Source: an optimization exercise on an open RTL-to-GDS flow (aim: small area). Production flows keep margins and buffers that such runs may drop. The RTL was checked by simulation tests, not by an equivalence proof against the original design. Power and IR drop assume default switching activity.

`flow/run.sh`:
```
#!/bin/bash
# synth_recipe.tcl (not shown) runs the flow's synth.tcl, then flattens the netlist and writes it again
# the make line also repeats each setting of config.mk as NAME=value (left out here)
make -C /OpenROAD-flow-scripts/flow DESIGN_CONFIG=/design/flow/config.mk WORK_HOME=/design/flow/orfs CLKGATE_MAP_FILE= SYNTH_SCRIPT=/design/flow/synth_recipe.tcl finish
```
`flow/config.mk`:
```
export PLATFORM = sky130hd
export DESIGN_NAME = valu_slice
export DESIGN_NICKNAME = valu_slice
export VERILOG_FILES = /design/flow/design.v
export SDC_FILE = /design/flow/constraint.sdc
export NUM_CORES = 8
export LEC_CHECK = 0
export CAP_MARGIN = 20
export CORE_MARGIN = 2
export CORE_UTILIZATION = 25
export SLEW_MARGIN = 20
```
`flow/constraint.sdc`:
```
create_clock -name core_clock -period 10.0 [get_ports {clk}]
set_input_delay 2.0000 -clock core_clock [delete_from_list [all_inputs] [get_ports {clk}]]
set_output_delay 2.0000 -clock core_clock [all_outputs]
set_load 0.01 [all_outputs]
```
`flow/design.v`:
```
module valu_slice (
    input  wire         clk,
    input  wire [127:0] a,
    input  wire [127:0] b,
    input  wire [4:0]   func,
    input  wire         l,
    input  wire [4:0]   n,
    output reg  [127:0] y,
    output reg          sat
);
    wire [127:0] y32, y16;
    wire [3:0]   sat32;
    wire [7:0]   sat16;
    genvar i;
    generate
        for (i = 0; i < 4; i = i + 1) begin : g32
            valu_lane #(.W(32)) u_lane (
                .a(a[32*i +: 32]), .b(b[32*i +: 32]), .func(func), .n(n),
                .y(y32[32*i +: 32]), .sat(sat32[i])
            );
        end
        for (i = 0; i < 8; i = i + 1) begin : g16
            valu_lane #(.W(16)) u_lane (
                .a(a[16*i +: 16]), .b(b[16*i +: 16]), .func(func), .n(n),
                .y(y16[16*i +: 16]), .sat(sat16[i])
            );
        end
    endgenerate
    always @(posedge clk) begin
        y   <= l ? y16 : y32;
        sat <= l ? |sat16 : |sat32;
    end
endmodule
module valu_lane #(
    parameter W = 32
) (
    input  wire [W-1:0] a,
    input  wire [W-1:0] b,
    input  wire [4:0]   func,
    input  wire [4:0]   n,
    output reg  [W-1:0] y,
    output reg          sat
);
    localparam [4:0] F_ADD  = 5'h00, F_SUB  = 5'h01, F_ADDS = 5'h02, F_SUBS = 5'h03,
                     F_MIN  = 5'h04, F_MAX  = 5'h05, F_ABS  = 5'h06, F_NEG  = 5'h07,
                     F_AND  = 5'h08, F_OR   = 5'h09, F_XOR  = 5'h0A,
                     F_SLLI = 5'h10, F_SRLI = 5'h11, F_SRAI = 5'h12, F_SLSI = 5'h13,
                     F_NORM = 5'h18;
    localparam signed [W:0] MAXV = (1 <<< (W - 1)) - 1;
    localparam signed [W:0] MINV = -(1 <<< (W - 1));
    wire signed [W-1:0] sa = a;
    wire signed [W-1:0] sb = b;
    wire [3:0] sh = n[3:0];
    wire [4:0] shamt = (W == 16) ? {1'b0, sh} : n;
    wire signed [W:0] sum  = sa + sb;
    wire signed [W:0] diff = sa - sb;
    wire signed [W:0] neg  = -sa;
    wire signed [W:0] absv = sa[W-1] ? -sa : sa;
    wire signed [2*W-1:0] wide  = sa;
    wire signed [2*W-1:0] slsi  = wide <<< shamt;
    wire slsi_hi = slsi > MAXV;
    wire slsi_lo = slsi < MINV;
    reg [4:0] norm;
    integer k;
    always @* begin
        norm = W - 1;
        for (k = 0; k <= W - 2; k = k + 1)
            if (a[k] != a[W-1])
                norm = W - 2 - k;
    end
    always @* begin
        y   = {W{1'b0}};
        sat = 1'b0;
        case (func)
            F_ADD:  y = sum[W-1:0];
            F_SUB:  y = diff[W-1:0];
            F_ADDS: begin
                if (sum > MAXV)      begin y = MAXV[W-1:0]; sat = 1'b1; end
                else if (sum < MINV) begin y = MINV[W-1:0]; sat = 1'b1; end
                else                 y = sum[W-1:0];
            end
            F_SUBS: begin
                if (diff > MAXV)      begin y = MAXV[W-1:0]; sat = 1'b1; end
                else if (diff < MINV) begin y = MINV[W-1:0]; sat = 1'b1; end
                else                  y = diff[W-1:0];
            end
            F_MIN:  y = (sa < sb) ? a : b;
            F_MAX:  y = (sa > sb) ? a : b;
            F_ABS: begin
                if (absv > MAXV) begin y = MAXV[W-1:0]; sat = 1'b1; end
                else             y = absv[W-1:0];
            end
            F_NEG: begin
                if (neg > MAXV) begin y = MAXV[W-1:0]; sat = 1'b1; end
                else            y = neg[W-1:0];
            end
            F_AND:  y = a & b;
            F_OR:   y = a | b;
            F_XOR:  y = a ^ b;
            F_SLLI: y = a << shamt;
            F_SRLI: y = a >> shamt;
            F_SRAI: y = sa >>> shamt;
            F_SLSI: begin
                if (slsi_hi)      begin y = MAXV[W-1:0]; sat = 1'b1; end
                else if (slsi_lo) begin y = MINV[W-1:0]; sat = 1'b1; end
                else              y = slsi[W-1:0];
            end
            F_NORM: y = {{(W-5){1'b0}}, norm};
            default: y = {W{1'b0}};
        endcase
    end
endmodule
```
==> metrics.cfg <==
[finish]
syn_to_final_growth_pct=11.84
final_cells=15800
post-route-util=0.2805
nets=12330
multi_input_area_sq_um=69160
drive_gt1_frac=0.09346
fillCellCount=34770
register_area_sq_um=2582

[yosys]
ys_types=127
synth_edf_count=0
ys_top_cells_by_count=1171 x nor2_1, 1113 x nand2_1, 1111 x a21oi_1
ys_ff_latch=129
synth-seq-area-share=0.03310
synth_area_leaders=a21oi_1 7.1%, ha_1 7.0%, mux2i_1 5.7%
yosys.area_share.simple=0.2344
synth_xor_area_frac=0.05388
synth_compound_area_frac=0.3920
synth_area_sq_um=78020
syn_avg_cell_area_sq_um=6.593
synthArstFlopShare=0
synthAdderAreaFrac=0.07402
yosys_warnings=3
yosysMostFrequentCell=nor2_1
muxShareOfSynthArea=0.1269
synth_top_area_share=0.07127
syn-instance-count=11840
synth_top_area_cell=a21oi_1
syn_nets=12560
synthFlopType=dfxtp_1
synth_top_family_by_area=compound AO/OA/AOI/OAI gates

[cts]
cts_tree=built
cts_buffer_depth=3
hold_buffers=0
cts_resized=0
clkTransAtPathRegs_ns=0.08
clock-root-buffer=clkbuf_16
clock_sinks=129
cts_made_buffers=25
htreeDepth=4
cts_setup_buffers=0

[worst_setup_path]
cp-start-kind=input pin
worst_ep_required_time_ns=10.54
worst_setup_path_end_kind=flip-flop
worst-path-max-fanout=17
critical_path_class=input pin to flip-flop
critPathArrivalTime_ns=8.63

[floorplan]
io_pins=397
die_h_um=562.7
die_w_um=562.7
fp.dieArea_sq_um=316600
initial_core_util=0.2508
floorplan.core_area_sq_um=311100
rows=205

[hold_path]
hold_start=a[15]
hp-class=input pin to flip-flop
whs_endpoint=y[15]
holdPathStages=3

[placed_design]
portBuffers=396
dpl.cell_count=15720
post-dp-hpwl_um=461300
routabilityCongestion=1.086

[timing]
fin_tns_setup_ns=0
worst_slew_pin_slew_ns=1.351
relSlewSlack=0.09401
slew_violations=0
clock.fmax_mhz=123.6
setup_viol=0
min_period_ns=8.090
hold_violations=0
rsz0062_at_grt=no
whs_ns=2.020
post-route-period-util=0.8090

[drt]
num_vias=112000
drc_errors=0
post_drt_wl_per_cell_um=38.76
viasPerCell=7.090
wirelength_um=612200
ant_nets=0
first_pass_iters=13
drt_iter0_drc=23370

[grt]
antenna_found_initial=62
grt_pass1_wl_um=832100
grt_pass1_vias=99890
grt.overflow.total=0
grt_max_degree=144
track_usage=0.3641

[power_and_ir_drop]
total_power_w=0.007291
vdd_ir_drop_max_v=0.0001291
leakage_nw=31.84
p_per_area_nw_per_um2=83.56

[flow_run]
cap_violations=0

[outcome]
status=finished clean

==> worst max path at each step <==
stage / start / endpoint / slack [ns]
after floorplan: a[108] / y[100] / 3.59
after global placement: a[122] / sat / 1.38
after detailed placement: a[1] / y[24] / 1.71
after CTS: a[1] / y[24] / 2.33
after global routing: a[112] / y[117] / 1.88
final: a[51] / sat / 1.91
==> layout make-up <==
type,instances,area share
Multi-Input combinational cell,10100,0.7925
Timing Repair Buffer,892,0.08940
Tap cell,4140,0.05936
Sequential cell,129,0.02959
Inverter,453,0.01974
Clock buffer,28,0.007528
Antenna cell,48,0.001376
Clock inverter,3,0.0004875
==> per-layer routing <==
| metal | up-vias | share of wire | GRT usage |
|---|---|---|---|
| met5 | - | 0.0014 | 0.01099 |
| met4 | 52 | 0.078 | 0.2296 |
| met3 | 2466 | 0.17 | 0.1523 |
| met2 | 11380 | 0.38 | 0.4872 |
| met1 | 53490 | 0.38 | 0.4723 |
| li1 | 44620 | - | - |
==> flip-flops by register name (all words and copies together), names as in the netlist <==
| name | count |
|---|---|
| y | 128 |
| sat | 1 |
==> where the power goes <==
| part | switching (W) | internal, W | leakage, nW | total (W) |
|---|---|---|---|---|
| registers | 0.0000637 | 0.000577 | 1.07 | 0.000640 |
| clock network | 0.000430 | 0.000488 | 0.342 | 0.000917 |
| logic | 0.00399 | 0.00174 | 30.4 | 0.00573 |
| total | 0.00448 | 0.00281 | 31.8 | 0.00729 |
==> through the flow <==
stage / setup slack [ns] / area [sq um]
2_1_floorplan: 3.591 / 78020
3_3_place_gp: 1.383 / 86390
3_5_place_dp: 1.709 / 86420
4_1_cts: 2.335 / 87110
5_1_grt: 1.881 / 87170
6_report: 1.910 / 87260
==> placed cells by master, fill, tap and decap left out, types with 86 or more instances in the layout <==
cell type,instances
a2111oi_0,102
a211oi_1,181
a21o_1,119
a21oi_1,1110
a221oi_1,215
a22oi_1,138
a31oi_1,184
and2_1,87
buf_4,485
clkdlybuf4s50_1,382
dfxtp_1,129
ha_1,436
inv_1,386
mux2_2,93
mux2i_1,447
mux4_2,181
nand2_1,1101
nand2b_1,93
nand3_1,281
nand4_1,118
nor2_1,1147
nor2b_1,91
nor3_1,336
nor4_1,165
o2111ai_1,86
o211ai_1,147
o21ai_0,884
o221ai_1,160
o22ai_1,187
o31ai_1,119
xnor2_1,440
==> cells by family (layout without fill, tap and decap cells) <==
kind of cell             count (synthesis)  in the layout
AO/OA/AOI/OAI                         4547           4547
XOR/XNOR                               480            480
adder cells (fa/ha/maj)                452            452
buffers and inverters                 1602           1376
flip-flops                             129            129
multiplexers                           737            737
other                                    0             48
AND/OR/NAND/NOR                       3888           3888
==> critical path, cell delays in order <==
cell,delay [ns]
clkdlybuf4s50_1,0.49
clkinv_1,0.64
ha_1,0.97
and2_1,0.31
a221o_1,0.28
o311ai_0,0.18
and3_1,0.23
nor2_1,0.44
xnor2_1,0.21
buf_4,0.26
a211oi_1,0.91
o2111ai_1,0.79
o31ai_1,0.44
a31oi_1,0.20
o41a_1,0.20

port drivers added, routing unchanged:
The results above use ideal ports. As a check the final layout listed here was re-extracted and re-timed, cells and wires unchanged.
Step 1 assumes that a clkbuf_16 drives the clock port and a buf_2 every other input.
Step 2 also shifts input and output timing later by t, the mid clock arrival at the registers, as if the neighbouring blocks saw the same clock.
Slacks: ideal / step 1 / step 2; pairs: ideal / step 1.
t (ns): 0.740
setup slack, ns: 1.910 / 1.996 / 1.256
slew at the worst register clock pin (ns): 0.08 / 0.08
worst slew at a driven data input, ns: 0.27
After both steps setup and hold are still met in this run. For this run, drivers alone change the setup slack by +0.086 ns; drivers and shift together by -0.654 ns.
